From an optimization exercise on the open Yosys and OpenROAD flow, aimed at small area, a short achievable clock period and few clock cycles per item; shortcuts taken in it are not production practice. Only simulation tests tie the RTL to the original design; equivalence was not proved. Power figures rest on the tool's default switching activity, not on a simulated workload.

ember:
==> flow/design.v <==
module lzw_dec (
    input  wire       clk,
    input  wire       rst,
    input  wire       in_valid,
    output wire       in_ready,
    input  wire [7:0] in_data,
    input  wire       in_last,
    output wire       out_valid,
    input  wire       out_ready,
    output wire [7:0] out_data,
    output wire       done,
    output wire       err
);
    localparam LN = 3;                  
    localparam N  = 1 << LN;
    localparam BW = 32;   
    localparam W_CODE = 3'd0;           
    localparam W_WALK = 3'd1;           
    localparam W_WAIT = 3'd2;           
    localparam W_REW  = 3'd3;           
    localparam W_END  = 3'd4;           
    localparam W_FIN  = 3'd5;           
    localparam W_DONE = 3'd6;           
    reg        ib_v;
    reg  [7:0] ib_d;
    reg        got_last;    
    reg [BW-1:0] bb;
    reg  [5:0] cnt;
    reg  [2:0] wst;
    wire       mv      = ib_v && ((cnt <= BW-8) || (wst == W_END));
    reg        in_rdy;      
    assign in_ready    = in_rdy;
    wire       take_in = in_valid && in_rdy;
    reg  [8:0] cur;         
    reg  [8:0] wstart;      
    reg  [8:0] wcode;       
    reg        wkwk;        
    reg  [7:0] wroot;       
    reg  [6:0] ecnt;        
    reg  [6:0] rem;         
    reg  [8:0] prev;
    reg        prev_ok;
    reg  [7:0] nidx;        
    reg        bad;
    reg  [8:0] dict_p [2:127];    
    reg  [7:0] dict_b [2:127];    
    reg        wr_v;        
    reg  [6:0] wr_idx;
    reg [16:0] wr_data;
    reg  [7:0] sbuf [0:N-1];
    reg [LN:0] wp;
    reg [LN:0] wbase;
    reg        tok_v;
    reg  [7:0] tok_root;
    reg [LN:0] tok_top;
    reg [LN:0] tok_base;
    reg  [6:0] tok_nx;      
    reg        tok_noroot;
    reg [LN:0] rd_n;
    reg [LN-1:0] rp;
    reg [LN:0] rd_base;
    reg  [7:0] rd_root;
    reg  [6:0] rd_nx;
    wire       rd_kwk = (rd_nx != 7'd0);
    reg        last_ok;
    reg [LN:0] last_top;
    reg [LN:0] last_base;
    reg  [7:0] last_root;
    reg  [6:0] last_nx;
    reg        ov0, ov1;
    reg  [7:0] od0, od1;
    assign out_valid = ov0;
    assign out_data  = od0;
    reg        done_r, err_r;
    assign done      = done_r;
    assign err       = err_r;
    wire       room     = !ov1;
    wire       rd_buf   = (rd_n != 0);
    wire       tok_take = room && !rd_buf && !rd_kwk && tok_v;
    wire       tokfree  = !tok_v || tok_take;
    reg        produce;
    reg  [7:0] pbyte;
    always @(*) begin
        produce = 1'b0;
        pbyte   = sbuf[rp];
        if (room) begin
            if (rd_buf) begin
                produce = 1'b1;
                pbyte   = sbuf[rp];
            end else if (rd_kwk) begin
                produce = 1'b1;
                pbyte   = rd_root;
            end else if (tok_v && !tok_noroot) begin
                produce = 1'b1;
                pbyte   = tok_root;
            end
        end
    end
    wire       have    = (cnt >= 6'd9);
    wire [8:0] code    = bb[8:0];
    wire       c_lit   = !code[8];
    wire       c_clr   = (code == 9'd256);
    wire       c_end   = (code == 9'd257);
    wire       c_rng   = code[8] && !code[7] && (code[6:1] != 6'd0);
    wire       c_old   = c_rng && ({1'b0, code[6:0]} < nidx);
    wire       c_kwk   = c_rng && ({1'b0, code[6:0]} == nidx) && prev_ok;
    wire       room_d  = !nidx[7];      
    wire       in_done = got_last && !ib_v;
    wire       c_dir   = c_lit || (c_kwk && last_ok);
    wire [7:0] d_root  = c_lit ? code[7:0] : last_root;
    reg  [6:0]  ra;
    wire [8:0]  p      = dict_p[ra];
    reg  [6:0]  ra_d;
    reg         pw_v;
    reg [LN-1:0] pw_a;
    wire [7:0]  b      = dict_b[ra_d];
    wire        p_last = !p[8];
    wire [LN:0] tail   = rd_buf ? rd_base : (tok_v ? tok_base : wbase);
    wire        full   = (wp[LN-1:0] == tail[LN-1:0]) && (wp[LN] != tail[LN]);
    wire        only   = !rd_buf && !tok_v;
    wire        canpush = !full || only;
    wire        lit_go  = (wst == W_CODE) && have && c_dir && tokfree;
    wire        c_hit   = wr_v && (code[6:0] == wr_idx);
    wire        pend    = (wst == W_WALK) && !cur[8];
    wire        rd_go   = ((wst == W_CODE) && have && c_old && !c_hit) ||
                          ((wst == W_WALK) && cur[8]);
    wire        w_push  = rd_go && canpush;
    wire        w_fin   = tokfree && ((w_push && p_last) || pend);
    wire        consume = (wst == W_CODE) && have &&
                          (c_dir ? tokfree : ((c_old && !c_hit) ? w_push : 1'b1));
    wire        r_adv   = (wst == W_REW);
    wire        push    = w_push || r_adv;
    wire [6:0]  e_tot   = ecnt + 7'd1;
    wire [7:0]  f_root  = pend ? cur[7:0] : p[7:0];
    wire [6:0]  f_etot  = pend ? ecnt : e_tot;
    wire [LN:0] f_top   = pend ? wp : wp + 1'b1;
    wire [LN:0] f_base  = (!pend && full) ? wbase + 1'b1 : wbase;
    always @(posedge clk) begin
        if (pw_v)
            sbuf[pw_a] <= b;
        ra_d <= ra;
        pw_a <= wp[LN-1:0];
        if (wr_v) begin
            dict_p[wr_idx] <= wr_data[16:8];
            dict_b[wr_idx] <= wr_data[7:0];
        end
    end
    wire [BW-1:0] bb_s  = consume ? (bb >> 9) : bb;
    wire [5:0]  cnt_s = consume ? (cnt - 6'd9) : cnt;
    wire [BW-1:0] bb_in = {{(BW-8){1'b0}}, ib_d} << cnt_s;
    wire        clr_in  = in_done && (((wst == W_CODE) && !have) || (wst == W_END));
    wire        gl_nx   = clr_in ? 1'b0 : (take_in ? in_last : got_last);
    wire        ibv_nx  = take_in || (ib_v && !mv);
    wire        bb_clr  = clr_in || (wst == W_END);
    wire [5:0]  cnt_nx  = bb_clr ? 6'd0 : (mv ? cnt_s + 6'd8 : cnt_s);
    wire [BW-1:0] bb_nx = bb_clr ? {BW{1'b0}} : (mv ? (bb_s | bb_in) : bb_s);
    wire        fin_go  = (wst == W_FIN) && !tok_v && !rd_buf && !rd_kwk && !ov1 &&
                          (!ov0 || out_ready);
    always @(posedge clk) begin
        if (rst) begin
            ib_v     <= 1'b0;
            got_last <= 1'b0;
            bb       <= {BW{1'b0}};
            cnt      <= 7'd0;
            wst      <= W_CODE;
            prev_ok  <= 1'b0;
            nidx     <= 8'd2;
            bad      <= 1'b0;
            ecnt     <= 7'd0;
            wr_v     <= 1'b0;
            wp       <= {(LN+1){1'b0}};
            wbase    <= {(LN+1){1'b0}};
            tok_v    <= 1'b0;
            rd_n     <= {(LN+1){1'b0}};
            rd_nx    <= 7'd0;
            last_ok  <= 1'b0;
            ov0      <= 1'b0;
            ov1      <= 1'b0;
            in_rdy   <= 1'b1;
            pw_v     <= 1'b0;
            done_r   <= 1'b0;
            err_r    <= 1'b0;
        end else begin
            if (take_in)
                ib_d <= in_data;
            got_last <= gl_nx;
            ib_v     <= ibv_nx;
            bb       <= bb_nx;
            cnt      <= cnt_nx;
            in_rdy   <= !gl_nx && (!ibv_nx || (cnt_nx <= BW-8));
            done_r   <= fin_go;
            err_r    <= fin_go && bad;
            pw_v     <= push;
            case (wst)
            W_CODE: begin
                if (have && c_old && c_hit)
                    ra <= code[6:0];
                else if (have && c_kwk && !c_dir)
                    ra <= prev[6:0];
                else if (w_push && p[8])
                    ra <= p[6:0];
                else
                    ra <= bb_nx[6:0];
            end
            W_WALK: begin
                if (w_push)
                    ra <= p[8] ? p[6:0] : bb_nx[6:0];
                else if (pend)
                    ra <= bb_nx[6:0];
            end
            W_WAIT:  ra <= wstart[6:0];
            W_REW:   ra <= (ecnt == 7'd1) ? bb_nx[6:0] : p[6:0];
            default: ra <= bb_nx[6:0];
            endcase
            wr_v <= 1'b0;
            case (wst)
            W_CODE: begin
                if (have) begin
                    if (c_clr) begin
                        nidx    <= 8'd2;
                        prev_ok <= 1'b0;
                    end else if (c_end) begin
                        wst <= W_END;
                    end else if (c_dir) begin
                        if (tokfree) begin
                            if (prev_ok && room_d) begin
                                wr_v    <= 1'b1;
                                wr_idx  <= nidx[6:0];
                                wr_data <= {prev, d_root};
                                nidx    <= nidx + 8'd1;
                            end
                            prev    <= code;
                            prev_ok <= 1'b1;
                        end
                    end else if (c_kwk) begin
                        cur    <= prev;
                        wstart <= prev;
                        wcode  <= code;
                        wkwk   <= 1'b1;
                        wst    <= W_WALK;
                    end else if (c_old) begin
                        wstart <= code;
                        wcode  <= code;
                        wkwk   <= 1'b0;
                        if (c_hit) begin
                            cur <= code;
                            wst <= W_WALK;
                        end else if (w_push && !w_fin)
                            wst <= W_WALK;
                    end else begin
                        bad <= 1'b1;
                        wst <= W_END;
                    end
                end else if (in_done) begin
                    bad      <= 1'b1;
                    wst      <= W_FIN;
                end
            end
            W_WALK: begin
                if (w_fin) begin
                    if (f_etot > N) begin
                        rem <= f_etot - N;
                        wst <= W_WAIT;
                    end else begin
                        wst <= W_CODE;
                    end
                end
            end
            W_WAIT: begin
                if (only) begin
                    cur   <= wstart;
                    wbase <= wp;
                    ecnt  <= rem;      
                    wst   <= W_REW;
                end
            end
            W_REW: begin
                cur  <= p;
                wp   <= wp + 1'b1;
                ecnt <= ecnt - 7'd1;
                if (full)
                    wbase <= wbase + 1'b1;
                if (ecnt == 7'd1) begin
                    wbase <= wp + 1'b1;
                    if (rem > N) begin
                        rem <= rem - N;
                        wst <= W_WAIT;
                    end else begin
                        wst <= W_CODE;
                    end
                end
            end
            W_END: begin
                if (in_done)
                    wst <= W_FIN;
            end
            W_FIN: begin
                if (fin_go)
                    wst <= W_DONE;
            end
            W_DONE: begin
                nidx    <= 8'd2;
                prev_ok <= 1'b0;
                bad     <= 1'b0;
                wst     <= W_CODE;
            end
            default: wst <= W_CODE;
            endcase
            if (w_push) begin
                cur  <= p;
                wp   <= wp + 1'b1;
                ecnt <= e_tot;
                if (full)
                    wbase <= wbase + 1'b1;
            end
            if (w_push || pend) begin
                wroot   <= f_root;
                wr_idx  <= nidx[6:0];
                wr_data <= {prev, f_root};
            end
            if (w_fin) begin
                if (prev_ok && room_d) begin
                    wr_v <= 1'b1;
                    nidx <= nidx + 8'd1;
                end
                prev    <= (wst == W_CODE) ? code : wcode;
                prev_ok <= 1'b1;
                wbase   <= f_top;
                if (f_etot <= N)
                    ecnt <= 7'd0;
            end
            if (lit_go) begin
                last_ok   <= 1'b1;
                last_root <= d_root;
                if (c_lit) begin
                    last_top  <= wp;
                    last_base <= wp;
                    last_nx   <= 7'd0;
                end else begin
                    last_nx   <= last_nx + 7'd1;
                end
            end else if (w_fin) begin
                last_ok   <= (f_etot <= N);
                last_root <= f_root;
                last_top  <= f_top;
                last_base <= wbase;
                last_nx   <= {6'd0, (wst == W_WALK) && wkwk};
            end
            if (lit_go) begin
                tok_v      <= 1'b1;
                tok_root   <= d_root;
                tok_top    <= c_lit ? wp : last_top;
                tok_base   <= c_lit ? wp : last_base;
                tok_nx     <= c_lit ? 7'd0 : last_nx + 7'd1;
                tok_noroot <= 1'b0;
            end else if ((w_push || pend) && tokfree) begin
                tok_v      <= w_fin || (tok_v && !tok_take);
                tok_root   <= f_root;
                tok_top    <= f_top;
                tok_base   <= f_base;
                tok_nx     <= {6'd0, (wst == W_WALK) && wkwk && (f_etot <= N)};
                tok_noroot <= 1'b0;
            end else if ((wst == W_REW) && (ecnt == 7'd1)) begin
                tok_v      <= 1'b1;
                tok_root   <= wroot;
                tok_top    <= wp + 1'b1;
                tok_base   <= full ? wbase + 1'b1 : wbase;
                tok_nx     <= {6'd0, wkwk && (rem <= N)};
                tok_noroot <= 1'b1;
            end else if (tok_take) begin
                tok_v <= 1'b0;
            end
            if (room) begin
                if (rd_buf) begin
                    rp   <= rp - 1'b1;
                    rd_n <= rd_n - 1'b1;
                end else if (rd_kwk) begin
                    rd_nx <= rd_nx - 7'd1;
                end else if (tok_v) begin
                    rd_root <= tok_root;
                    rd_nx   <= tok_nx;
                    rd_base <= tok_base;
                    rd_n    <= tok_top - tok_base;
                    rp      <= tok_top[LN-1:0] - 1'b1;
                end
            end
            if (ov0 && out_ready) begin
                if (ov1) begin
                    od0 <= od1;
                    ov1 <= 1'b0;
                    if (produce) begin
                        od1 <= pbyte;
                        ov1 <= 1'b1;
                    end
                end else begin
                    ov0 <= produce;
                    od0 <= pbyte;
                end
            end else begin
                if (!ov0) begin
                    ov0 <= produce;
                    od0 <= pbyte;
                end else if (produce) begin
                    od1 <= pbyte;
                    ov1 <= 1'b1;
                end
            end
        end
    end
endmodule
Settings: LEC_CHECK=0, CAP_MARGIN=20, CORE_MARGIN=2, CORE_UTILIZATION=40, SETUP_SLACK_MARGIN=5, SLEW_MARGIN=20; clock period 10.0 ns.
run.sh (not shown) runs the stock make flow with config.mk's settings and CLKGATE_MAP_FILE= SYNTH_SCRIPT=/design/flow/synth_recipe.tcl, a recipe that flattens the netlist after the stock synthesis.
Testbench counts of ember, summed over its fixed seeds: cycles 90,843, items 85,491.
Relative to ember, the following input files were edited for onyx:
--- a/flow/design.v
+++ b/flow/design.v
@@ -39,14 +39,13 @@
     reg  [6:0] ecnt;        
     reg  [6:0] rem;         
     reg  [8:0] prev;
     reg        prev_ok;
     reg  [7:0] nidx;        
     reg        bad;
-    reg  [8:0] dict_p [2:127];    
-    reg  [7:0] dict_b [2:127];    
+    reg [16:0] dict [2:127];
     reg        wr_v;        
     reg  [6:0] wr_idx;
     reg [16:0] wr_data;
     reg  [7:0] sbuf [0:N-1];
     reg [LN:0] wp;
     reg [LN:0] wbase;
@@ -105,18 +104,16 @@
     wire       c_old   = c_rng && ({1'b0, code[6:0]} < nidx);
     wire       c_kwk   = c_rng && ({1'b0, code[6:0]} == nidx) && prev_ok;
     wire       room_d  = !nidx[7];      
     wire       in_done = got_last && !ib_v;
     wire       c_dir   = c_lit || (c_kwk && last_ok);
     wire [7:0] d_root  = c_lit ? code[7:0] : last_root;
-    reg  [6:0]  ra;
-    wire [8:0]  p      = dict_p[ra];
-    reg  [6:0]  ra_d;
-    reg         pw_v;
-    reg [LN-1:0] pw_a;
-    wire [7:0]  b      = dict_b[ra_d];
+    wire [6:0]  addr   = (wst == W_CODE) ? code[6:0] : cur[6:0];
+    wire [16:0] dent   = dict[addr];
+    wire [8:0]  p      = dent[16:8];
+    wire [7:0]  b      = dent[7:0];
     wire        p_last = !p[8];
     wire [LN:0] tail   = rd_buf ? rd_base : (tok_v ? tok_base : wbase);
     wire        full   = (wp[LN-1:0] == tail[LN-1:0]) && (wp[LN] != tail[LN]);
     wire        only   = !rd_buf && !tok_v;
     wire        canpush = !full || only;
     wire        lit_go  = (wst == W_CODE) && have && c_dir && tokfree;
@@ -133,20 +130,16 @@
     wire [6:0]  e_tot   = ecnt + 7'd1;
     wire [7:0]  f_root  = pend ? cur[7:0] : p[7:0];
     wire [6:0]  f_etot  = pend ? ecnt : e_tot;
     wire [LN:0] f_top   = pend ? wp : wp + 1'b1;
     wire [LN:0] f_base  = (!pend && full) ? wbase + 1'b1 : wbase;
     always @(posedge clk) begin
-        if (pw_v)
-            sbuf[pw_a] <= b;
-        ra_d <= ra;
-        pw_a <= wp[LN-1:0];
-        if (wr_v) begin
-            dict_p[wr_idx] <= wr_data[16:8];
-            dict_b[wr_idx] <= wr_data[7:0];
-        end
+        if (push)
+            sbuf[wp[LN-1:0]] <= b;
+        if (wr_v)
+            dict[wr_idx] <= wr_data;
     end
     wire [BW-1:0] bb_s  = consume ? (bb >> 9) : bb;
     wire [5:0]  cnt_s = consume ? (cnt - 6'd9) : cnt;
     wire [BW-1:0] bb_in = {{(BW-8){1'b0}}, ib_d} << cnt_s;
     wire        clr_in  = in_done && (((wst == W_CODE) && !have) || (wst == W_END));
     wire        gl_nx   = clr_in ? 1'b0 : (take_in ? in_last : got_last);
@@ -174,47 +167,24 @@
             rd_n     <= {(LN+1){1'b0}};
             rd_nx    <= 7'd0;
             last_ok  <= 1'b0;
             ov0      <= 1'b0;
             ov1      <= 1'b0;
             in_rdy   <= 1'b1;
-            pw_v     <= 1'b0;
             done_r   <= 1'b0;
             err_r    <= 1'b0;
         end else begin
             if (take_in)
                 ib_d <= in_data;
             got_last <= gl_nx;
             ib_v     <= ibv_nx;
             bb       <= bb_nx;
             cnt      <= cnt_nx;
             in_rdy   <= !gl_nx && (!ibv_nx || (cnt_nx <= BW-8));
             done_r   <= fin_go;
             err_r    <= fin_go && bad;
-            pw_v     <= push;
-            case (wst)
-            W_CODE: begin
-                if (have && c_old && c_hit)
-                    ra <= code[6:0];
-                else if (have && c_kwk && !c_dir)
-                    ra <= prev[6:0];
-                else if (w_push && p[8])
-                    ra <= p[6:0];
-                else
-                    ra <= bb_nx[6:0];
-            end
-            W_WALK: begin
-                if (w_push)
-                    ra <= p[8] ? p[6:0] : bb_nx[6:0];
-                else if (pend)
-                    ra <= bb_nx[6:0];
-            end
-            W_WAIT:  ra <= wstart[6:0];
-            W_REW:   ra <= (ecnt == 7'd1) ? bb_nx[6:0] : p[6:0];
-            default: ra <= bb_nx[6:0];
-            endcase
             wr_v <= 1'b0;
             case (wst)
             W_CODE: begin
                 if (have) begin
                     if (c_clr) begin
                         nidx    <= 8'd2;
### Flow results
onyx vs. ember: fmax down about 1.8%; synthesis-stage register bit count fell by 1.0%; fraction of the yosys area taken by sequential cells fell by 0.60 points; register-to-register slack moved down; multi-input logic area now sits higher. Summary of the comparison: number of non-clock inverters in the layout is lower in onyx, relative to ember. Going from ember to onyx, power drawn by the combinational cells grows by 89%.
Testbench counts of onyx, summed over its fixed seeds: cycles 90,843, items 85,491.

-- afterwards: timing with drivers on the ports --
The results above use ideal ports. As a check the final layouts listed here were re-extracted and re-timed, cells and wires unchanged. Step 1, drivers: a clkbuf_16 drives clk and a buf_2 each remaining input, both assumed. Step 2 moves the port delays by t, midway between the first and last clock arrival at a register: inputs arrive t later, outputs are due t later. That takes back most of the time a late clock gives input paths. Slacks: no drivers / after step 1 / after step 2; pairs: no drivers / after step 1.
run | t, ns | setup slack, ns | worst register clock-pin slew, ns
ember | 0.992 | 5.131 / 5.131 / 5.131 | 0.07 / 0.07
onyx | 0.970 | 5.040 / 5.040 / 5.040 | 0.07 / 0.07
After both steps setup and hold are still met in every run listed.
